This is an optimization exercise on Yosys and OpenROAD, whose aim is small area and a short achievable clock period, not a production implementation. Only simulation tests tie the RTL to the original design; equivalence was not proved.

`design/flow/config.mk`:
```
export PLATFORM = sky130hd
export DESIGN_NAME = memi_bch79
export DESIGN_NICKNAME = memi_bch79
export VERILOG_FILES = /design/flow/design.v
export SDC_FILE = /design/flow/constraint.sdc
export NUM_CORES = 4
export LEC_CHECK = 0
export CAP_MARGIN = 20
export CORE_MARGIN = 2
export CORE_UTILIZATION = 40
export SLEW_MARGIN = 20
```
`design/flow/constraint.sdc`:
```
create_clock -name core_clock -period 20.0 [get_ports {clk}]
set_input_delay 4.0000 -clock core_clock [delete_from_list [all_inputs] [get_ports {clk}]]
set_output_delay 4.0000 -clock core_clock [all_outputs]
set_load 0.01 [all_outputs]
```
`design/flow/standard.sh`:
```
#!/bin/bash
# synth_recipe.tcl (not shown) runs the flow's synth.tcl, then flattens the netlist and writes it again
# the make line also repeats each setting of config.mk as NAME=value (left out here)
make -C /OpenROAD-flow-scripts/flow DESIGN_CONFIG=/design/flow/config.mk WORK_HOME=/design/flow/orfs CLKGATE_MAP_FILE= SYNTH_SCRIPT=/design/flow/synth_recipe.tcl "${@:-finish}"
```
`design/flow/flow/run.sh`:
```
#!/bin/bash
# Standard ORFS layout; timing repair is asked to leave a setup margin so that
# the paths are actually optimised, and ports get plain buffers.
set -euo pipefail
bash standard.sh SETUP_SLACK_MARGIN=14.5 "BUFFER_PORTS_ARGS=-buffer_cell sky130_fd_sc_hd__buf_2" finish > orfs_flow.log 2>&1
```
`design/flow/design.v`:
```
module memi_bch79 (
    input  wire        clk,
    input  wire        rst_n,
    input  wire        enc_valid,
    input  wire [63:0] enc_data,
    output reg         enc_out_valid,
    output reg  [78:0] enc_code,
    input  wire        dec_valid,
    input  wire [78:0] dec_code,
    output reg         dec_out_valid,
    output reg  [63:0] dec_data,
    output reg  [1:0]  dec_status
);
    function [6:0] gf_mul;
        input [6:0] a;
        input [6:0] b;
        integer k;
        reg [6:0] acc;
        reg [6:0] sh;
        begin
            acc = 7'd0;
            sh  = a;
            for (k = 0; k < 7; k = k + 1) begin
                if (b[k]) acc = acc ^ sh;
                sh = {sh[5:0], 1'b0} ^ (sh[6] ? 7'h09 : 7'h00);
            end
            gf_mul = acc;
        end
    endfunction
    wire [13:0] enc_chk;
    wire enc_par;
    wire ex0 = enc_data[17] ^ enc_data[43];
    wire ex1 = enc_data[14] ^ enc_data[3];
    wire ex2 = enc_data[0] ^ enc_data[22];
    wire ex3 = enc_data[13] ^ enc_data[46];
    wire ex4 = enc_data[27] ^ enc_data[33];
    wire ex5 = enc_data[30] ^ enc_data[44];
    wire ex6 = enc_data[1] ^ enc_data[23];
    wire ex7 = enc_data[31] ^ enc_data[47];
    wire ex8 = enc_data[37] ^ enc_data[62];
    wire ex9 = enc_data[2] ^ enc_data[24];
    wire ex10 = enc_data[38] ^ enc_data[63];
    wire ex11 = enc_data[25] ^ enc_data[26];
    wire ex12 = enc_data[32] ^ enc_data[4];
    wire ex13 = enc_data[18] ^ enc_data[5];
    wire ex14 = enc_data[29] ^ enc_data[45];
    wire ex15 = enc_data[48] ^ enc_data[61];
    wire ex16 = enc_data[50] ^ enc_data[53];
    wire ex17 = enc_data[56] ^ ex1;
    wire ex18 = enc_data[28] ^ enc_data[59];
    wire ex19 = enc_data[10] ^ enc_data[54];
    wire ex20 = enc_data[49] ^ enc_data[57];
    wire ex21 = enc_data[11] ^ enc_data[55];
    wire ex22 = enc_data[12] ^ enc_data[58];
    wire ex23 = enc_data[42] ^ enc_data[6];
    wire ex24 = enc_data[9] ^ ex0;
    wire ex25 = ex14 ^ ex4;
    wire ex26 = ex16 ^ ex2;
    wire ex27 = enc_data[39] ^ ex6;
    wire ex28 = enc_data[7] ^ ex8;
    wire ex29 = enc_data[40] ^ ex9;
    wire ex30 = enc_data[41] ^ ex3;
    wire ex31 = ex5 ^ ex7;
    wire ex32 = enc_data[35] ^ enc_data[60];
    wire ex33 = enc_data[34] ^ ex18;
    wire ex34 = ex15 ^ ex19;
    wire ex35 = enc_data[21] ^ ex10;
    wire ex36 = ex11 ^ ex12;
    wire ex37 = enc_data[20] ^ ex28;
    wire ex38 = enc_data[15] ^ enc_data[19];
    wire ex39 = enc_data[52] ^ enc_data[8];
    wire ex40 = enc_data[16] ^ enc_data[50];
    wire ex41 = enc_data[14] ^ ex13;
    wire ex42 = ex20 ^ ex21;
    wire ex43 = enc_data[61] ^ ex23;
    wire ex44 = ex22 ^ ex40;
    wire ex45 = enc_data[51] ^ ex24;
    wire ex46 = ex27 ^ ex32;
    wire ex47 = enc_data[36] ^ ex29;
    wire ex48 = enc_data[60] ^ ex35;
    wire ex49 = ex30 ^ ex42;
    wire ex50 = ex17 ^ ex31;
    wire ex51 = enc_data[5] ^ enc_data[58];
    wire ex52 = enc_data[30] ^ enc_data[43];
    wire ex53 = enc_data[22] ^ enc_data[55];
    wire ex54 = enc_data[26] ^ enc_data[49];
    wire ex55 = enc_data[10] ^ enc_data[4];
    wire ex56 = enc_data[42] ^ enc_data[47];
    wire ex57 = enc_data[57] ^ ex3;
    wire ex58 = enc_data[6] ^ ex15;
    wire ex59 = enc_data[13] ^ ex0;
    wire ex60 = enc_data[38] ^ ex4;
    wire ex61 = enc_data[40] ^ ex39;
    wire ex62 = ex38 ^ ex52;
    wire ex63 = enc_data[25] ^ ex10;
    wire ex64 = enc_data[23] ^ ex13;
    wire ex65 = enc_data[0] ^ ex1;
    wire ex66 = enc_data[29] ^ ex21;
    wire ex67 = enc_data[2] ^ ex22;
    wire ex68 = enc_data[62] ^ ex11;
    wire ex69 = ex12 ^ ex54;
    wire ex70 = enc_data[27] ^ ex23;
    wire ex71 = enc_data[37] ^ ex33;
    wire ex72 = enc_data[39] ^ ex26;
    wire ex73 = ex25 ^ ex41;
    wire ex74 = ex26 ^ ex60;
    wire ex75 = ex34 ^ ex61;
    wire ex76 = enc_data[32] ^ ex25;
    wire ex77 = enc_data[41] ^ ex44;
    wire ex78 = enc_data[46] ^ ex43;
    wire ex79 = ex27 ^ ex63;
    wire ex80 = enc_data[9] ^ ex29;
    wire ex81 = enc_data[24] ^ ex30;
    wire ex82 = ex31 ^ ex36;
    wire ex83 = ex24 ^ ex33;
    wire ex84 = enc_data[63] ^ ex17;
    wire ex85 = ex45 ^ ex58;
    wire ex86 = enc_data[16] ^ ex37;
    wire ex87 = enc_data[54] ^ ex48;
    wire ex88 = ex47 ^ ex62;
    wire ex89 = ex50 ^ ex53;
    wire ex90 = ex37 ^ ex65;
    wire ex91 = ex46 ^ ex68;
    wire ex92 = enc_data[15] ^ ex49;
    assign enc_chk[0] = enc_data[8] ^ ex38 ^ ex5 ^ ex57 ^ ex71 ^ ex72 ^ ex73 ^ ex85;
    assign enc_chk[1] = enc_data[59] ^ ex20 ^ ex46 ^ ex51 ^ ex59 ^ ex7 ^ ex74 ^ ex75 ^ ex86;
    assign enc_chk[2] = ex2 ^ ex49 ^ ex51 ^ ex6 ^ ex76 ^ ex8 ^ ex87 ^ ex88;
    assign enc_chk[3] = enc_data[20] ^ enc_data[33] ^ ex71 ^ ex77 ^ ex78 ^ ex79 ^ ex89 ^ ex9;
    assign enc_chk[4] = enc_data[19] ^ enc_data[21] ^ enc_data[28] ^ enc_data[8] ^ ex28 ^ ex32 ^ ex36 ^ ex50 ^ ex64 ^ ex74 ^ ex78 ^ ex80;
    assign enc_chk[5] = enc_data[17] ^ enc_data[18] ^ enc_data[36] ^ enc_data[59] ^ ex10 ^ ex16 ^ ex19 ^ ex6 ^ ex81 ^ ex82 ^ ex90;
    assign enc_chk[6] = enc_data[1] ^ ex26 ^ ex43 ^ ex57 ^ ex66 ^ ex82 ^ ex83 ^ ex87 ^ ex9;
    assign enc_chk[7] = enc_data[43] ^ enc_data[51] ^ enc_data[7] ^ ex13 ^ ex34 ^ ex67 ^ ex76 ^ ex89 ^ ex91;
    assign enc_chk[8] = enc_data[31] ^ enc_data[52] ^ ex45 ^ ex47 ^ ex64 ^ ex66 ^ ex69 ^ ex72 ^ ex8 ^ ex84;
    assign enc_chk[9] = enc_data[12] ^ ex12 ^ ex14 ^ ex17 ^ ex2 ^ ex75 ^ ex79 ^ ex81 ^ ex83;
    assign enc_chk[10] = enc_data[29] ^ enc_data[33] ^ enc_data[53] ^ ex41 ^ ex5 ^ ex55 ^ ex56 ^ ex80 ^ ex91 ^ ex92;
    assign enc_chk[11] = enc_data[11] ^ enc_data[34] ^ enc_data[45] ^ enc_data[5] ^ ex11 ^ ex34 ^ ex7 ^ ex70 ^ ex77 ^ ex84 ^ ex88;
    assign enc_chk[12] = enc_data[12] ^ enc_data[3] ^ enc_data[31] ^ enc_data[35] ^ enc_data[44] ^ enc_data[48] ^ enc_data[51] ^ ex0 ^ ex18 ^ ex36 ^ ex70 ^ ex86 ^ ex92;
    assign enc_chk[13] = enc_data[28] ^ enc_data[36] ^ enc_data[44] ^ enc_data[56] ^ enc_data[7] ^ ex39 ^ ex44 ^ ex48 ^ ex56 ^ ex59 ^ ex69 ^ ex73;
    assign enc_par = enc_data[1] ^ enc_data[11] ^ enc_data[19] ^ enc_data[52] ^ ex20 ^ ex25 ^ ex35 ^ ex55 ^ ex67 ^ ex85 ^ ex90;
    always @(posedge clk) begin
        enc_out_valid <= rst_n & enc_valid;
        enc_code      <= {enc_par, enc_chk, enc_data};
    end
    wire [6:0] s1_c, s3_c;
    wire p_c;
    wire sx0 = dec_code[41] ^ dec_code[61];
    wire sx1 = dec_code[11] ^ dec_code[62];
    wire sx2 = dec_code[10] ^ dec_code[37];
    wire sx3 = dec_code[44] ^ dec_code[58];
    wire sx4 = dec_code[13] ^ dec_code[42];
    wire sx5 = dec_code[16] ^ dec_code[23];
    wire sx6 = dec_code[24] ^ dec_code[36];
    wire sx7 = dec_code[43] ^ dec_code[9];
    wire sx8 = dec_code[45] ^ dec_code[59];
    wire sx9 = dec_code[46] ^ dec_code[60];
    wire sx10 = dec_code[5] ^ dec_code[53];
    wire sx11 = dec_code[19] ^ dec_code[3];
    wire sx12 = dec_code[38] ^ sx2;
    wire sx13 = sx0 ^ sx3;
    wire sx14 = dec_code[55] ^ dec_code[7];
    wire sx15 = dec_code[12] ^ dec_code[47];
    wire sx16 = dec_code[2] ^ dec_code[25];
    wire sx17 = dec_code[54] ^ dec_code[6];
    wire sx18 = dec_code[26] ^ dec_code[73];
    wire sx19 = dec_code[17] ^ sx6;
    wire sx20 = dec_code[35] ^ sx5;
    wire sx21 = sx1 ^ sx8;
    wire sx22 = dec_code[14] ^ dec_code[63];
    wire sx23 = dec_code[32] ^ dec_code[57];
    wire sx24 = dec_code[15] ^ dec_code[18];
    wire sx25 = dec_code[34] ^ dec_code[39];
    wire sx26 = dec_code[4] ^ dec_code[52];
    wire sx27 = dec_code[8] ^ sx4;
    wire sx28 = sx22 ^ sx9;
    wire sx29 = dec_code[72] ^ sx15;
    wire sx30 = dec_code[31] ^ sx13;
    wire sx31 = dec_code[56] ^ sx12;
    wire sx32 = dec_code[0] ^ dec_code[71];
    wire sx33 = dec_code[1] ^ dec_code[28];
    wire sx34 = dec_code[27] ^ dec_code[75];
    wire sx35 = dec_code[33] ^ dec_code[76];
    wire sx36 = dec_code[20] ^ dec_code[74];
    wire sx37 = dec_code[40] ^ dec_code[77];
    wire sx38 = dec_code[30] ^ sx7;
    wire sx39 = sx10 ^ sx14;
    wire sx40 = dec_code[29] ^ sx16;
    wire sx41 = dec_code[48] ^ sx11;
    wire sx42 = sx17 ^ sx26;
    wire sx43 = dec_code[22] ^ sx18;
    wire sx44 = sx19 ^ sx28;
    wire sx45 = sx20 ^ sx27;
    wire sx46 = dec_code[50] ^ sx24;
    wire sx47 = dec_code[49] ^ sx36;
    wire sx48 = dec_code[21] ^ sx25;
    wire sx49 = sx21 ^ sx23;
    wire sx50 = dec_code[51] ^ sx39;
    wire sx51 = dec_code[69] ^ sx43;
    wire sx52 = sx34 ^ sx44;
    wire sx53 = sx29 ^ sx31;
    wire sx54 = dec_code[70] ^ sx45;
    wire sx55 = dec_code[64] ^ sx32;
    wire sx56 = sx33 ^ sx35;
    wire sx57 = dec_code[68] ^ sx37;
    wire sx58 = dec_code[47] ^ sx41;
    wire sx59 = sx38 ^ sx46;
    wire sx60 = dec_code[67] ^ sx47;
    wire sx61 = sx40 ^ sx48;
    wire sx62 = sx30 ^ sx50;
    wire sx63 = sx53 ^ sx56;
    wire sx64 = dec_code[61] ^ dec_code[66];
    wire sx65 = dec_code[63] ^ dec_code[77];
    wire sx66 = dec_code[12] ^ dec_code[59];
    wire sx67 = dec_code[23] ^ dec_code[9];
    wire sx68 = dec_code[4] ^ dec_code[71];
    wire sx69 = dec_code[14] ^ dec_code[58];
    wire sx70 = dec_code[20] ^ dec_code[68];
    wire sx71 = dec_code[11] ^ dec_code[25];
    wire sx72 = dec_code[28] ^ dec_code[38];
    wire sx73 = dec_code[22] ^ dec_code[36];
    wire sx74 = dec_code[42] ^ sx7;
    wire sx75 = dec_code[39] ^ sx11;
    wire sx76 = dec_code[15] ^ sx37;
    wire sx77 = dec_code[57] ^ sx72;
    wire sx78 = dec_code[34] ^ sx32;
    wire sx79 = dec_code[51] ^ sx16;
    wire sx80 = sx10 ^ sx9;
    wire sx81 = sx0 ^ sx55;
    wire sx82 = dec_code[60] ^ sx42;
    wire sx83 = sx13 ^ sx71;
    wire sx84 = sx19 ^ sx21;
    wire sx85 = dec_code[52] ^ sx29;
    wire sx86 = sx57 ^ sx80;
    wire sx87 = dec_code[40] ^ sx49;
    wire sx88 = dec_code[62] ^ sx30;
    wire sx89 = sx12 ^ sx59;
    wire sx90 = dec_code[5] ^ sx61;
    wire sx91 = sx51 ^ sx83;
    wire sx92 = sx42 ^ sx51;
    wire sx93 = sx41 ^ sx60;
    wire sx94 = sx62 ^ sx75;
    wire sx95 = dec_code[10] ^ sx54;
    wire sx96 = sx52 ^ sx85;
    wire sx97 = dec_code[65] ^ sx63;
    assign s1_c[0] = dec_code[37] ^ dec_code[48] ^ sx33 ^ sx38 ^ sx39 ^ sx45 ^ sx52 ^ sx81 ^ sx87;
    assign s1_c[1] = dec_code[49] ^ dec_code[8] ^ sx17 ^ sx24 ^ sx40 ^ sx44 ^ sx74 ^ sx88 ^ sx97;
    assign s1_c[2] = dec_code[16] ^ dec_code[44] ^ sx14 ^ sx18 ^ sx25 ^ sx4 ^ sx40 ^ sx49 ^ sx58 ^ sx64 ^ sx65 ^ sx89;
    assign s1_c[3] = dec_code[26] ^ dec_code[33] ^ dec_code[75] ^ sx23 ^ sx31 ^ sx33 ^ sx4 ^ sx6 ^ sx60 ^ sx66 ^ sx67 ^ sx68 ^ sx94;
    assign s1_c[4] = dec_code[24] ^ dec_code[43] ^ dec_code[50] ^ dec_code[72] ^ sx27 ^ sx31 ^ sx34 ^ sx35 ^ sx69 ^ sx70 ^ sx82 ^ sx87 ^ sx90;
    assign s1_c[5] = dec_code[3] ^ dec_code[35] ^ dec_code[6] ^ sx28 ^ sx35 ^ sx38 ^ sx48 ^ sx50 ^ sx66 ^ sx76 ^ sx77 ^ sx91;
    assign s1_c[6] = dec_code[0] ^ dec_code[26] ^ dec_code[27] ^ dec_code[29] ^ dec_code[56] ^ dec_code[7] ^ dec_code[74] ^ sx15 ^ sx25 ^ sx73 ^ sx76 ^ sx8 ^ sx82 ^ sx88 ^ sx95;
    assign s3_c[0] = dec_code[32] ^ dec_code[33] ^ sx10 ^ sx47 ^ sx58 ^ sx69 ^ sx74 ^ sx81 ^ sx84 ^ sx92;
    assign s3_c[1] = dec_code[0] ^ dec_code[1] ^ dec_code[69] ^ sx17 ^ sx20 ^ sx53 ^ sx65 ^ sx70 ^ sx84 ^ sx94;
    assign s3_c[2] = dec_code[13] ^ dec_code[54] ^ dec_code[71] ^ dec_code[77] ^ sx1 ^ sx18 ^ sx5 ^ sx7 ^ sx77 ^ sx90 ^ sx93 ^ sx96;
    assign s3_c[3] = dec_code[1] ^ dec_code[21] ^ dec_code[32] ^ dec_code[45] ^ dec_code[65] ^ dec_code[70] ^ sx11 ^ sx14 ^ sx2 ^ sx46 ^ sx67 ^ sx78 ^ sx91 ^ sx96;
    assign s3_c[4] = dec_code[18] ^ dec_code[21] ^ dec_code[72] ^ dec_code[73] ^ sx23 ^ sx26 ^ sx30 ^ sx58 ^ sx79 ^ sx86 ^ sx95;
    assign s3_c[5] = dec_code[19] ^ dec_code[2] ^ dec_code[55] ^ dec_code[57] ^ dec_code[61] ^ dec_code[67] ^ dec_code[76] ^ sx1 ^ sx20 ^ sx3 ^ sx42 ^ sx73 ^ sx78 ^ sx86 ^ sx89;
    assign s3_c[6] = dec_code[19] ^ dec_code[24] ^ dec_code[27] ^ dec_code[46] ^ dec_code[48] ^ dec_code[53] ^ sx21 ^ sx24 ^ sx36 ^ sx43 ^ sx54 ^ sx63 ^ sx64 ^ sx68 ^ sx79;
    assign p_c = dec_code[66] ^ dec_code[78] ^ sx49 ^ sx52 ^ sx54 ^ sx55 ^ sx57 ^ sx59 ^ sx61 ^ sx62 ^ sx92 ^ sx93 ^ sx97;
    reg        v1;
    reg [63:0] d1;
    reg [6:0]  u_q, s3_q;
    reg        p_q;
    always @(posedge clk) begin
        v1   <= rst_n & dec_valid;
        d1   <= dec_code[63:0];
        u_q  <= s1_c;
        s3_q <= s3_c;
        p_q  <= p_c;
    end
    wire [127:0] u_oh = 128'd1 << u_q;
    wire [6:0] w_inv3;
    assign w_inv3[0] = |(u_oh & 128'h85171f397d3521e1ec0715d9c155d956);
    assign w_inv3[1] = |(u_oh & 128'h77bca8c40edde83cfa9b8fae20590f0);
    assign w_inv3[2] = |(u_oh & 128'hd3d8a3c4b729aac8883ed3b1ef77e000);
    assign w_inv3[3] = |(u_oh & 128'h9d7459fd639529fbdb72e2c062284688);
    assign w_inv3[4] = |(u_oh & 128'h76d02a17ab13d34bf22b331b534913bc);
    assign w_inv3[5] = |(u_oh & 128'h7a55ce6bcde0f5c45424a2b9e9a25f80);
    assign w_inv3[6] = |(u_oh & 128'h4ae285f65b8d65a17edf971ddc8880a0);
    function in_range;
        input [6:0] x;
        begin
            case (x)
                7'd1, 7'd2, 7'd4, 7'd8, 7'd16, 7'd32, 7'd64, 7'd9, 7'd18, 7'd36, 7'd72, 7'd25, 7'd50, 7'd100, 7'd65, 7'd11, 7'd22, 7'd44, 7'd88, 7'd57, 7'd114, 7'd109, 7'd83, 7'd47, 7'd94, 7'd53, 7'd106, 7'd93, 7'd51, 7'd102, 7'd69, 7'd3, 7'd6, 7'd12, 7'd24, 7'd48, 7'd96, 7'd73, 7'd27, 7'd54, 7'd108, 7'd81, 7'd43, 7'd86, 7'd37, 7'd74, 7'd29, 7'd58, 7'd116, 7'd97, 7'd75, 7'd31, 7'd62, 7'd124, 7'd113, 7'd107, 7'd95, 7'd55, 7'd110, 7'd85, 7'd35, 7'd70, 7'd5, 7'd10, 7'd20, 7'd40, 7'd80, 7'd41, 7'd82, 7'd45, 7'd90, 7'd61, 7'd122, 7'd125, 7'd115, 7'd111, 7'd87, 7'd39: in_range = 1'b1;
                default: in_range = 1'b0;
            endcase
        end
    endfunction
    wire [6:0] ls [0:6];
    wire [6:0] ub [0:6];
    wire [6:0] ts;
    assign ls[0][0] = ^(s3_q & 7'h0);
    assign ls[0][1] = ^(s3_q & 7'h5c);
    assign ls[0][2] = ^(s3_q & 7'h58);
    assign ls[0][3] = ^(s3_q & 7'h60);
    assign ls[0][4] = ^(s3_q & 7'h16);
    assign ls[0][5] = ^(s3_q & 7'h68);
    assign ls[0][6] = ^(s3_q & 7'h48);
    assign ub[0][0] = ^(u_q & 7'h1);
    assign ub[0][1] = ^(u_q & 7'h2);
    assign ub[0][2] = ^(u_q & 7'h4);
    assign ub[0][3] = ^(u_q & 7'h8);
    assign ub[0][4] = ^(u_q & 7'h10);
    assign ub[0][5] = ^(u_q & 7'h20);
    assign ub[0][6] = ^(u_q & 7'h40);
    assign ts[0] = ^(s3_q & 7'h1);
    assign ls[1][0] = ^(s3_q & 7'h0);
    assign ls[1][1] = ^(s3_q & 7'h6e);
    assign ls[1][2] = ^(s3_q & 7'h6c);
    assign ls[1][3] = ^(s3_q & 7'h30);
    assign ls[1][4] = ^(s3_q & 7'hb);
    assign ls[1][5] = ^(s3_q & 7'h74);
    assign ls[1][6] = ^(s3_q & 7'h64);
    assign ub[1][0] = ^(u_q & 7'h40);
    assign ub[1][1] = ^(u_q & 7'h1);
    assign ub[1][2] = ^(u_q & 7'h2);
    assign ub[1][3] = ^(u_q & 7'h44);
    assign ub[1][4] = ^(u_q & 7'h8);
    assign ub[1][5] = ^(u_q & 7'h10);
    assign ub[1][6] = ^(u_q & 7'h20);
    assign ts[1] = ^(s3_q & 7'h40);
    assign ls[2][0] = ^(s3_q & 7'h0);
    assign ls[2][1] = ^(s3_q & 7'h77);
    assign ls[2][2] = ^(s3_q & 7'h76);
    assign ls[2][3] = ^(s3_q & 7'h18);
    assign ls[2][4] = ^(s3_q & 7'h5);
    assign ls[2][5] = ^(s3_q & 7'h3a);
    assign ls[2][6] = ^(s3_q & 7'h32);
    assign ub[2][0] = ^(u_q & 7'h20);
    assign ub[2][1] = ^(u_q & 7'h40);
    assign ub[2][2] = ^(u_q & 7'h1);
    assign ub[2][3] = ^(u_q & 7'h22);
    assign ub[2][4] = ^(u_q & 7'h44);
    assign ub[2][5] = ^(u_q & 7'h8);
    assign ub[2][6] = ^(u_q & 7'h10);
    assign ts[2] = ^(s3_q & 7'h20);
    assign ls[3][0] = ^(s3_q & 7'h0);
    assign ls[3][1] = ^(s3_q & 7'h7b);
    assign ls[3][2] = ^(s3_q & 7'h3b);
    assign ls[3][3] = ^(s3_q & 7'h4c);
    assign ls[3][4] = ^(s3_q & 7'h42);
    assign ls[3][5] = ^(s3_q & 7'h5d);
    assign ls[3][6] = ^(s3_q & 7'h19);
    assign ub[3][0] = ^(u_q & 7'h10);
    assign ub[3][1] = ^(u_q & 7'h20);
    assign ub[3][2] = ^(u_q & 7'h40);
    assign ub[3][3] = ^(u_q & 7'h11);
    assign ub[3][4] = ^(u_q & 7'h22);
    assign ub[3][5] = ^(u_q & 7'h44);
    assign ub[3][6] = ^(u_q & 7'h8);
    assign ts[3] = ^(s3_q & 7'h10);
    assign ls[4][0] = ^(s3_q & 7'h0);
    assign ls[4][1] = ^(s3_q & 7'h3d);
    assign ls[4][2] = ^(s3_q & 7'h1d);
    assign ls[4][3] = ^(s3_q & 7'h66);
    assign ls[4][4] = ^(s3_q & 7'h21);
    assign ls[4][5] = ^(s3_q & 7'h2e);
    assign ls[4][6] = ^(s3_q & 7'hc);
    assign ub[4][0] = ^(u_q & 7'h8);
    assign ub[4][1] = ^(u_q & 7'h10);
    assign ub[4][2] = ^(u_q & 7'h20);
    assign ub[4][3] = ^(u_q & 7'h48);
    assign ub[4][4] = ^(u_q & 7'h11);
    assign ub[4][5] = ^(u_q & 7'h22);
    assign ub[4][6] = ^(u_q & 7'h44);
    assign ts[4] = ^(s3_q & 7'h8);
    assign ls[5][0] = ^(s3_q & 7'h0);
    assign ls[5][1] = ^(s3_q & 7'h1e);
    assign ls[5][2] = ^(s3_q & 7'he);
    assign ls[5][3] = ^(s3_q & 7'h33);
    assign ls[5][4] = ^(s3_q & 7'h50);
    assign ls[5][5] = ^(s3_q & 7'h57);
    assign ls[5][6] = ^(s3_q & 7'h46);
    assign ub[5][0] = ^(u_q & 7'h44);
    assign ub[5][1] = ^(u_q & 7'h8);
    assign ub[5][2] = ^(u_q & 7'h10);
    assign ub[5][3] = ^(u_q & 7'h64);
    assign ub[5][4] = ^(u_q & 7'h48);
    assign ub[5][5] = ^(u_q & 7'h11);
    assign ub[5][6] = ^(u_q & 7'h22);
    assign ts[5] = ^(s3_q & 7'h44);
    assign ls[6][0] = ^(s3_q & 7'h0);
    assign ls[6][1] = ^(s3_q & 7'h4f);
    assign ls[6][2] = ^(s3_q & 7'h47);
    assign ls[6][3] = ^(s3_q & 7'h59);
    assign ls[6][4] = ^(s3_q & 7'h28);
    assign ls[6][5] = ^(s3_q & 7'h6b);
    assign ls[6][6] = ^(s3_q & 7'h23);
    assign ub[6][0] = ^(u_q & 7'h22);
    assign ub[6][1] = ^(u_q & 7'h44);
    assign ub[6][2] = ^(u_q & 7'h8);
    assign ub[6][3] = ^(u_q & 7'h32);
    assign ub[6][4] = ^(u_q & 7'h64);
    assign ub[6][5] = ^(u_q & 7'h48);
    assign ub[6][6] = ^(u_q & 7'h11);
    assign ts[6] = ^(s3_q & 7'h22);
    wire [6:0] y_v = ({7{w_inv3[0]}} & ls[0]) ^ ({7{w_inv3[1]}} & ls[1]) ^
                     ({7{w_inv3[2]}} & ls[2]) ^ ({7{w_inv3[3]}} & ls[3]) ^
                     ({7{w_inv3[4]}} & ls[4]) ^ ({7{w_inv3[5]}} & ls[5]) ^
                     ({7{w_inv3[6]}} & ls[6]);
    wire       trc = ~^(w_inv3 & ts);
    wire [6:0] x1  = ({7{y_v[0]}} & ub[0]) ^ ({7{y_v[1]}} & ub[1]) ^
                     ({7{y_v[2]}} & ub[2]) ^ ({7{y_v[3]}} & ub[3]) ^
                     ({7{y_v[4]}} & ub[4]) ^ ({7{y_v[5]}} & ub[5]) ^
                     ({7{y_v[6]}} & ub[6]);
    wire [6:0] x2  = x1 ^ u_q;
    wire       u_nz  = |u_q;
    wire       s3_nz = |s3_q;
    wire       x1_z  = ~|x1;
    wire       in1   = in_range(x1);
    wire       in2   = in_range(x2);
    wire       ok    = u_nz & ~trc & in2 & ((in1 & ~p_q) | x1_z);
    reg [7:0]  lo1, lo2;
    reg [15:0] hi1, hi2;
    integer i;
    always @* begin
        for (i = 0; i < 8; i = i + 1) begin
            lo1[i] = ok & (x1[2:0] == i);
            lo2[i] = ok & (x2[2:0] == i);
        end
        for (i = 0; i < 16; i = i + 1) begin
            hi1[i] = (x1[6:3] == i);
            hi2[i] = (x2[6:3] == i);
        end
    end
    wire [63:0] fix;
    assign fix[0] = (lo1[1] & hi1[8]) | (lo2[1] & hi2[8]);
    assign fix[1] = (lo1[3] & hi1[1]) | (lo2[3] & hi2[1]);
    assign fix[2] = (lo1[6] & hi1[2]) | (lo2[6] & hi2[2]);
    assign fix[3] = (lo1[4] & hi1[5]) | (lo2[4] & hi2[5]);
    assign fix[4] = (lo1[0] & hi1[11]) | (lo2[0] & hi2[11]);
    assign fix[5] = (lo1[1] & hi1[7]) | (lo2[1] & hi2[7]);
    assign fix[6] = (lo1[2] & hi1[14]) | (lo2[2] & hi2[14]);
    assign fix[7] = (lo1[5] & hi1[13]) | (lo2[5] & hi2[13]);
    assign fix[8] = (lo1[3] & hi1[10]) | (lo2[3] & hi2[10]);
    assign fix[9] = (lo1[7] & hi1[5]) | (lo2[7] & hi2[5]);
    assign fix[10] = (lo1[6] & hi1[11]) | (lo2[6] & hi2[11]);
    assign fix[11] = (lo1[5] & hi1[6]) | (lo2[5] & hi2[6]);
    assign fix[12] = (lo1[2] & hi1[13]) | (lo2[2] & hi2[13]);
    assign fix[13] = (lo1[5] & hi1[11]) | (lo2[5] & hi2[11]);
    assign fix[14] = (lo1[3] & hi1[6]) | (lo2[3] & hi2[6]);
    assign fix[15] = (lo1[6] & hi1[12]) | (lo2[6] & hi2[12]);
    assign fix[16] = (lo1[5] & hi1[8]) | (lo2[5] & hi2[8]);
    assign fix[17] = (lo1[3] & hi1[0]) | (lo2[3] & hi2[0]);
    assign fix[18] = (lo1[6] & hi1[0]) | (lo2[6] & hi2[0]);
    assign fix[19] = (lo1[4] & hi1[1]) | (lo2[4] & hi2[1]);
    assign fix[20] = (lo1[0] & hi1[3]) | (lo2[0] & hi2[3]);
    assign fix[21] = (lo1[0] & hi1[6]) | (lo2[0] & hi2[6]);
    assign fix[22] = (lo1[0] & hi1[12]) | (lo2[0] & hi2[12]);
    assign fix[23] = (lo1[1] & hi1[9]) | (lo2[1] & hi2[9]);
    assign fix[24] = (lo1[3] & hi1[3]) | (lo2[3] & hi2[3]);
    assign fix[25] = (lo1[6] & hi1[6]) | (lo2[6] & hi2[6]);
    assign fix[26] = (lo1[4] & hi1[13]) | (lo2[4] & hi2[13]);
    assign fix[27] = (lo1[1] & hi1[10]) | (lo2[1] & hi2[10]);
    assign fix[28] = (lo1[3] & hi1[5]) | (lo2[3] & hi2[5]);
    assign fix[29] = (lo1[6] & hi1[10]) | (lo2[6] & hi2[10]);
    assign fix[30] = (lo1[5] & hi1[4]) | (lo2[5] & hi2[4]);
    assign fix[31] = (lo1[2] & hi1[9]) | (lo2[2] & hi2[9]);
    assign fix[32] = (lo1[5] & hi1[3]) | (lo2[5] & hi2[3]);
    assign fix[33] = (lo1[2] & hi1[7]) | (lo2[2] & hi2[7]);
    assign fix[34] = (lo1[4] & hi1[14]) | (lo2[4] & hi2[14]);
    assign fix[35] = (lo1[1] & hi1[12]) | (lo2[1] & hi2[12]);
    assign fix[36] = (lo1[3] & hi1[9]) | (lo2[3] & hi2[9]);
    assign fix[37] = (lo1[7] & hi1[3]) | (lo2[7] & hi2[3]);
    assign fix[38] = (lo1[6] & hi1[7]) | (lo2[6] & hi2[7]);
    assign fix[39] = (lo1[4] & hi1[15]) | (lo2[4] & hi2[15]);
    assign fix[40] = (lo1[1] & hi1[14]) | (lo2[1] & hi2[14]);
    assign fix[41] = (lo1[3] & hi1[13]) | (lo2[3] & hi2[13]);
    assign fix[42] = (lo1[7] & hi1[11]) | (lo2[7] & hi2[11]);
    assign fix[43] = (lo1[7] & hi1[6]) | (lo2[7] & hi2[6]);
    assign fix[44] = (lo1[6] & hi1[13]) | (lo2[6] & hi2[13]);
    assign fix[45] = (lo1[5] & hi1[10]) | (lo2[5] & hi2[10]);
    assign fix[46] = (lo1[3] & hi1[4]) | (lo2[3] & hi2[4]);
    assign fix[47] = (lo1[6] & hi1[8]) | (lo2[6] & hi2[8]);
    assign fix[48] = (lo1[5] & hi1[0]) | (lo2[5] & hi2[0]);
    assign fix[49] = (lo1[2] & hi1[1]) | (lo2[2] & hi2[1]);
    assign fix[50] = (lo1[4] & hi1[2]) | (lo2[4] & hi2[2]);
    assign fix[51] = (lo1[0] & hi1[5]) | (lo2[0] & hi2[5]);
    assign fix[52] = (lo1[0] & hi1[10]) | (lo2[0] & hi2[10]);
    assign fix[53] = (lo1[1] & hi1[5]) | (lo2[1] & hi2[5]);
    assign fix[54] = (lo1[2] & hi1[10]) | (lo2[2] & hi2[10]);
    assign fix[55] = (lo1[5] & hi1[5]) | (lo2[5] & hi2[5]);
    assign fix[56] = (lo1[2] & hi1[11]) | (lo2[2] & hi2[11]);
    assign fix[57] = (lo1[5] & hi1[7]) | (lo2[5] & hi2[7]);
    assign fix[58] = (lo1[2] & hi1[15]) | (lo2[2] & hi2[15]);
    assign fix[59] = (lo1[5] & hi1[15]) | (lo2[5] & hi2[15]);
    assign fix[60] = (lo1[3] & hi1[14]) | (lo2[3] & hi2[14]);
    assign fix[61] = (lo1[7] & hi1[13]) | (lo2[7] & hi2[13]);
    assign fix[62] = (lo1[7] & hi1[10]) | (lo2[7] & hi2[10]);
    assign fix[63] = (lo1[7] & hi1[4]) | (lo2[7] & hi2[4]);
    reg [1:0] st;
    always @* begin
        if (ok)
            st = (x1_z & p_q) ? 2'd1 : 2'd2;
        else if (!u_nz && !s3_nz)
            st = {1'b0, p_q};
        else
            st = 2'd3;
    end
    always @(posedge clk) begin
        dec_out_valid <= rst_n & v1;
        dec_data      <= d1 ^ fix;
        dec_status    <= st;
    end
endmodule
```
==> qor.txt, run 1 <==
drt initial violations: 1900
Worst path max stage delay: 0.61 ns
H-Tree Depth: 1
total grt overflow: 0
total die area: 43900 um2
post-synthesis xor/xnor area fraction: 0.372
R2R Path Start: u_q[3]
post-synthesis mux area share: 0.00895
I/O Buffers: 293
min Tclk post-route: 6.89 ns
Synth area leader: dfxtp_1
DR pass1 iterations: 6
YS warnings: 1
Antenna Violating Nets Remaining: 0
Worst-Margin Slew: 0.974 ns
Final Cycle Share: 0.345
max-slew violation count: 0
vias in the first global route: 15.8k
area grow syn2layout: 32.5%
Die Wd: 210 um
Placed Area: 18800 um2
# rows: 75
Synth top area share: 0.269
worst hold path depth: 1
layout cells sized above 1: 0.353
outcome: finished clean
worst hold start: d1[30]
worst path bufs/invs: 7
root cell of the clock tree: clkbuf_16
peak fanout along the critical path: 21
RSZ-0062 raised after global routing: true
CTS Buffer Depth: 3
total negative slack: 0 ns
final worst-path setup slack: 13.11 ns
Final GP Congestion: 1.04
CP required: 20.45 ns
number of synthesized flops with an enable pin: 0
hold-critical path endpoint: dec_data[30]
CP Launch Type: flip-flop
number of buffers created by CTS: 22
Post-Synth Adder-Cell Area: 0.0104
Final nets: 2329
Final Cell Area: 22400 um2
DR DRC count: 0
top post-synthesis cells by area: dfxtp_1, xnor2_1, xor2_1
TritonCTS clock tree: built
Routed WL per cell: 25.7 um
Clock Latency Late Sink: 0.52 ns
Ant. Diodes: 0
Via Count: 16.0k
WL final: 70000 um
Top FF cell, synth: dfxtp_1
Setup Skew: 0.0147 ns
Crit Path Category: reg -> reg
arrival time at the worst endpoint: 7.34 ns
Syn Nets: 1954
synthesized area: 16900 um2
critical path's slowest cell: a2111oi_2
Placement Setup Slack: 11.66 ns
largest net degree at the start of global routing: 40
Setup crit end kind: flip-flop
reg2reg setup slack: 13.11 ns
Compound-Gate Fraction of Synth Area: 0.166
Reg clk slew, reported paths: 0.08 ns
post-DR vias/cell: 5.88
initial antenna violation count: 0
Hold Fails Final Rpt: 0
R2R cell count: 28
slew margin rel.: 0.349
post-synthesis sequential element count: 227
Post-synth ARST share: 0
max_cap viols: 0
syn_area_per_cell: 9.43 um2
Simple-Gate Fraction of Synth Area: 0.132
post-synthesis sequential area ratio: 0.269
hpwl dp: 45900 um
final setup fails: 0
Clock Sinks: 227
Die H: 210 um
fmax: 0.145 GHz
total track usage: 0.304
first-pass GRT wire length: 102000 um
post-layout util: 0.536
Crit path max-delay family: simple AND/OR/NAND/NOR gates
Syn Inst Count: 1793
core region area: 41900 um2
top cells by count, synth: xnor2_1, dfxtp_1, xor2_1, nor2_1, nand2_1
I/O pins: 294
Initial Utilization: 0.404
count of different cell masters after synthesis: 107
R2R Path End: dec_data[34]
top-count cell post-synth: xnor2_1
largest family of logic cells by synthesized area: XOR/XNOR gates
HP Class: reg -> reg
## metrics by stage
| stage | hold WS, ns | instances |
|---|---|---|
| after floorplan | 0.406 | 1793 |
| after global placement | 0.411 | 2525 |
| after detailed placement | 0.414 | 2525 |
| after CTS | 0.409 | 2676 |
| after global routing | 0.422 | 2722 |
| final | 0.410 | 2722 |
## routing by layer
metal	wire length, um	global-route usage
met3	6130	0.0476
met2	32200	0.511
met4	3880	0.120
met5	0	0
met1	27800	0.391
## cells in the final DEF, fill, tap and decap left out, types with 7 or more instances in the layout
master	n
nand2b_1	24
dfxtp_4	7
mux2i_1	13
or3_4	8
nor3_1	12
a32oi_1	12
nand3_1	29
nor4_1	7
a211oi_4	15
a21oi_1	14
ha_1	12
a31oi_1	8
or2_2	8
buf_6	13
nor2_1	88
buf_2	293
buf_4	111
and2_4	8
nand2_1	70
xnor2_2	35
buf_16	13
xnor2_4	10
and2_1	10
nor3b_1	7
clkbuf_16	27
inv_1	16
a22oi_1	63
nor2b_1	23
o211ai_1	17
xnor3_2	10
xnor3_1	7
xor2_1	178
dfxtp_1	220
nand4_1	8
o21ai_0	16
a211oi_2	49
o22ai_1	8
buf_12	13
xnor2_1	421
## timing repair
item                       4_1_cts  5_1_grt
hold buffers                     0        0
setup endpoints to repair       67       75
setup buffers                   86       42
resized for setup              166       95
pin swaps                      104       72
hold endpoints to repair         0        0
cloned                          26        4
## state kept, by name (all words and copies together), names as in the netlist
signal	flops
s3_q	7
dec_out_valid	1
dec_status	2
d1	64
u_q	7
dec_data	64
p_q	1
enc_out_valid	1
enc_code	79
v1	1
## how the worst max path moves through the flow
stage / endpoint / slack [ns] / startpoint / cells after the start
after floorplan: dec_data[13] / 14.21 / u_q[2] / 26
after detailed placement: dec_data[33] / 11.66 / u_q[3] / 21
final: dec_data[34] / 13.11 / u_q[3] / 28
after global routing: dec_data[34] / 12.97 / u_q[2] / 27
after CTS: dec_data[51] / 13.63 / u_q[0] / 25
after global placement: dec_data[63] / 11.60 / u_q[3] / 21
## cell type report
cell class | count | area [um2]
fillers | 3780 | 19400
multi-input cells | 1441 | 13100
flip-flops and latches | 227 | 4570
repair buffers | 452 | 3310
well taps | 539 | 674
clock buffers | 30 | 632
inverters | 24 | 113
clock inverters | 9 | 56.3
## cell families (layout without fill, tap and decap cells)
| family | after synthesis | in the layout |
|---|---|---|
| adders and majority gates | 14 | 14 |
| buffers and inverters | 133 | 515 |
| AOI/OAI and AO/OA | 325 | 325 |
| and+or+nand+nor | 406 | 414 |
| muxes | 15 | 15 |
| DFF | 227 | 227 |
| xor gates and xnor gates | 673 | 673 |
==> run 2: changes to the inputs <==
==> design/flow/run.sh (new file) <==
#!/bin/bash
# synth_recipe.tcl (not shown) runs the flow's synth.tcl, then flattens the netlist and writes it again
# the make line also repeats each setting of config.mk as NAME=value (left out here)
make -C /OpenROAD-flow-scripts/flow DESIGN_CONFIG=/design/flow/config.mk WORK_HOME=/design/flow/orfs CLKGATE_MAP_FILE= SYNTH_SCRIPT=/design/flow/synth_recipe.tcl finish
removed: design/flow/flow/run.sh
removed: design/flow/standard.sh
==> qor.txt, run 2 <==
area taken by multi-input logic gates: 11700 um2
hpwl dp: 49900 um
total grt overflow: 0
Crit Path Category: reg -> reg
first-pass GRT wire length: 95100 um
slew margin rel.: 0.228
RSZ-0062 raised after global routing: false
WL final: 64700 um
core region area: 41900 um2
Syn Inst Count: 1793
count of different cell masters after synthesis: 107
Non-Filler Instances: 2566
setup bufs post-CTS: 0
CP Launch Type: flip-flop
drt initial violations: 1500
min Tclk post-route: 8.57 ns
Antenna Violating Nets Remaining: 0
Final Cycle Share: 0.428
outcome: finished clean
Routed WL per cell: 25.2 um
Regs by FF count: enc_code x79, d1 x64, dec_data x64
H-Tree Depth: 1
hold buffers post-CTS: 0
I/O Buffers: 293
critical path's slowest cell: a2111oi_0
Post-synth ARST share: 0
number of synthesized flops with an enable pin: 0
YS warnings: 1
Largest register FFs: 79
TritonCTS clock tree: built
Synth area leader: dfxtp_1
total negative slack: 0 ns
layout cells sized above 1: 0.0809
root cell of the clock tree: clkbuf_16
Top FF cell, synth: dfxtp_1
commonest non-fill, non-tap cell in the layout: xnor2_1
final setup fails: 0
register area: 4550 um2
Via Count: 14.5k
Clock Latency Late Sink: 0.54 ns
Final nets: 2172
Reg with most FFs: enc_code
Max Used Layer: met4
peak fanout along the critical path: 62
I/O pins: 294
CTS Buffer Depth: 3
Worst-Margin Slew: 1.13 ns
syn_area_per_cell: 9.43 um2
CP required: 20.39 ns
area grow syn2layout: 23.0%
met2 WL: 29800 um
Inst Count DP: 2525
cts repair resizes: 0
# rows: 75
Clock Sinks: 227
crit path cell chain: buf_4 > xnor2_1 > o31a_1 > nand3_1 > a2111oi_0 > and4_1 > nor2_1 > xor2_1 > xnor3_1 > and2_4 > a222oi_1 > xor2_1 > xnor2_1 > nand2b_1 > nor4_1 > a221oi_2 > o2111ai_4 > buf_4 > a211oi_1 > xor2_1
initial antenna violation count: 0
Initial Utilization: 0.404
HP Class: reg -> reg
Setup crit end kind: flip-flop
Worst path max stage delay: 1.01 ns
DR DRC count: 0
max_cap viols: 0
fmax: 0.117 GHz
commonest cells after routing, fill and taps aside: xnor2_1, clkdlybuf4s50_1, dfxtp_1
Hold Fails Final Rpt: 0
top cells by count, synth: xnor2_1, dfxtp_1, xor2_1, nor2_1, nand2_1
synthesized area: 16900 um2
max-slew violation count: 0
Die Wd: 210 um
top-count cell post-synth: xnor2_1
Die H: 210 um
post-DR vias/cell: 5.66
total die area: 43900 um2
vias in the first global route: 14.5k
post-synthesis sequential element count: 227
DR pass1 iterations: 6
metal3 WL: 3980 um
Syn Nets: 1954
Reg clk slew, reported paths: 0.07 ns
Fill cells: 3956
Final GP Congestion: 0.974
CP dominant cell by count: xor2_1
Setup Skew: 0.0299 ns
total track usage: 0.285
Synth top area share: 0.269
arrival time at the worst endpoint: 8.96 ns
post-synthesis sequential area ratio: 0.269
metal1 wirelength: 28500 um
number of buffers created by CTS: 23
Ant. Diodes: 0
largest net degree at the start of global routing: 77
top post-synthesis cells by area: dfxtp_1, xnor2_1, xor2_1
-- run 2: final cells by class --
class                      instances  share of cell area
clock inverter                    10             0.00680
sequential                       227               0.219
clock buffer                      31              0.0306
inverter                          24             0.00445
tap                              539              0.0324
timing repair buffer             302               0.144
multi-input combinational       1433               0.563
-- run 2: worst max-delay path: cells and delay by family, from the launching register on --
family	cells	cell delay, ns
XOR/XNOR	6	2.32
AO/OA/AOI/OAI	6	2.11
AND/OR/NAND/NOR	6	1.94
buffers and inverters	2	1.42
flip-flops	1	0.56
-- run 2: cell families after synthesis --
family	Yosys count	synth area share
xor+xnor	673	0.372
fa+ha+maj	14	0.0104
compound gates	325	0.166
simple gates	406	0.132
buf+inv	133	0.0414
flops	227	0.269
mux	15	0.00895
-- run 2: path summary, 6_finish.rpt --
path                from      endpoint  slack, ns  cells after the start
setup / recovery  u_q[3]  dec_data[63]      11.43                     20
setup reg to reg  u_q[3]  dec_data[63]      11.43                     20
hold reg to reg    d1[5]   dec_data[5]       0.42                      1
hold / removal     d1[5]   dec_data[5]       0.42                      1
-- run 2: routing by layer --
layer	global-route usage	vias up
met4	0.102	0
li1	-	6664
met3	0.0352	119
met2	0.466	658
met1	0.387	7092
met5	0	-
-- run 2: stage by stage --
| stage | util | worst slack, ns | cell area (um2) | hold WS (ns) |
|---|---|---|---|---|
| 4_1_cts | 0.497 | 11.75 | 20800 | 0.419 |
| 2_1_floorplan | - | 14.09 | 16900 | 0.409 |
| 6_report | 0.497 | 11.43 | 20800 | 0.418 |
| 3_3_place_gp | 0.478 | 11.48 | 20000 | 0.411 |
| 3_5_place_dp | 0.478 | 11.80 | 20000 | 0.413 |
| 5_1_grt | 0.497 | 11.07 | 20800 | 0.423 |

afterwards: timing with drivers on the ports:
The flow's constraints put no driver on any port. The routed layouts listed below were extracted and timed again, unchanged, in two steps.
Step 1 sets driving cells, clkbuf_16 on the clock port and buf_2 on the other inputs (assumed; they add their load-dependent delay and slew).
Step 2 adds t to the input delays and takes it off the output delays; t is the mean of the earliest and latest rising clock arrival at the registers after step 1. Input paths then give back, and output paths get back, about the clock's delay inside the block.
Slacks: ideal / step 1 / step 2; pairs: ideal / step 1.
| run | shift t [ns] | slack for setup (ns) | hold slack, ns | worst data-port slew with drivers (ns) |
|---|---|---|---|---|
| run 1 | 0.567 | 13.108 / 13.108 / 13.108 | 0.410 / 0.410 / 0.410 | 0.04 |
| run 2 | 0.576 | 11.430 / 11.430 / 11.430 | 0.418 / 0.418 / 0.418 | 0.06 |
After both steps setup and hold are still met in every run listed.
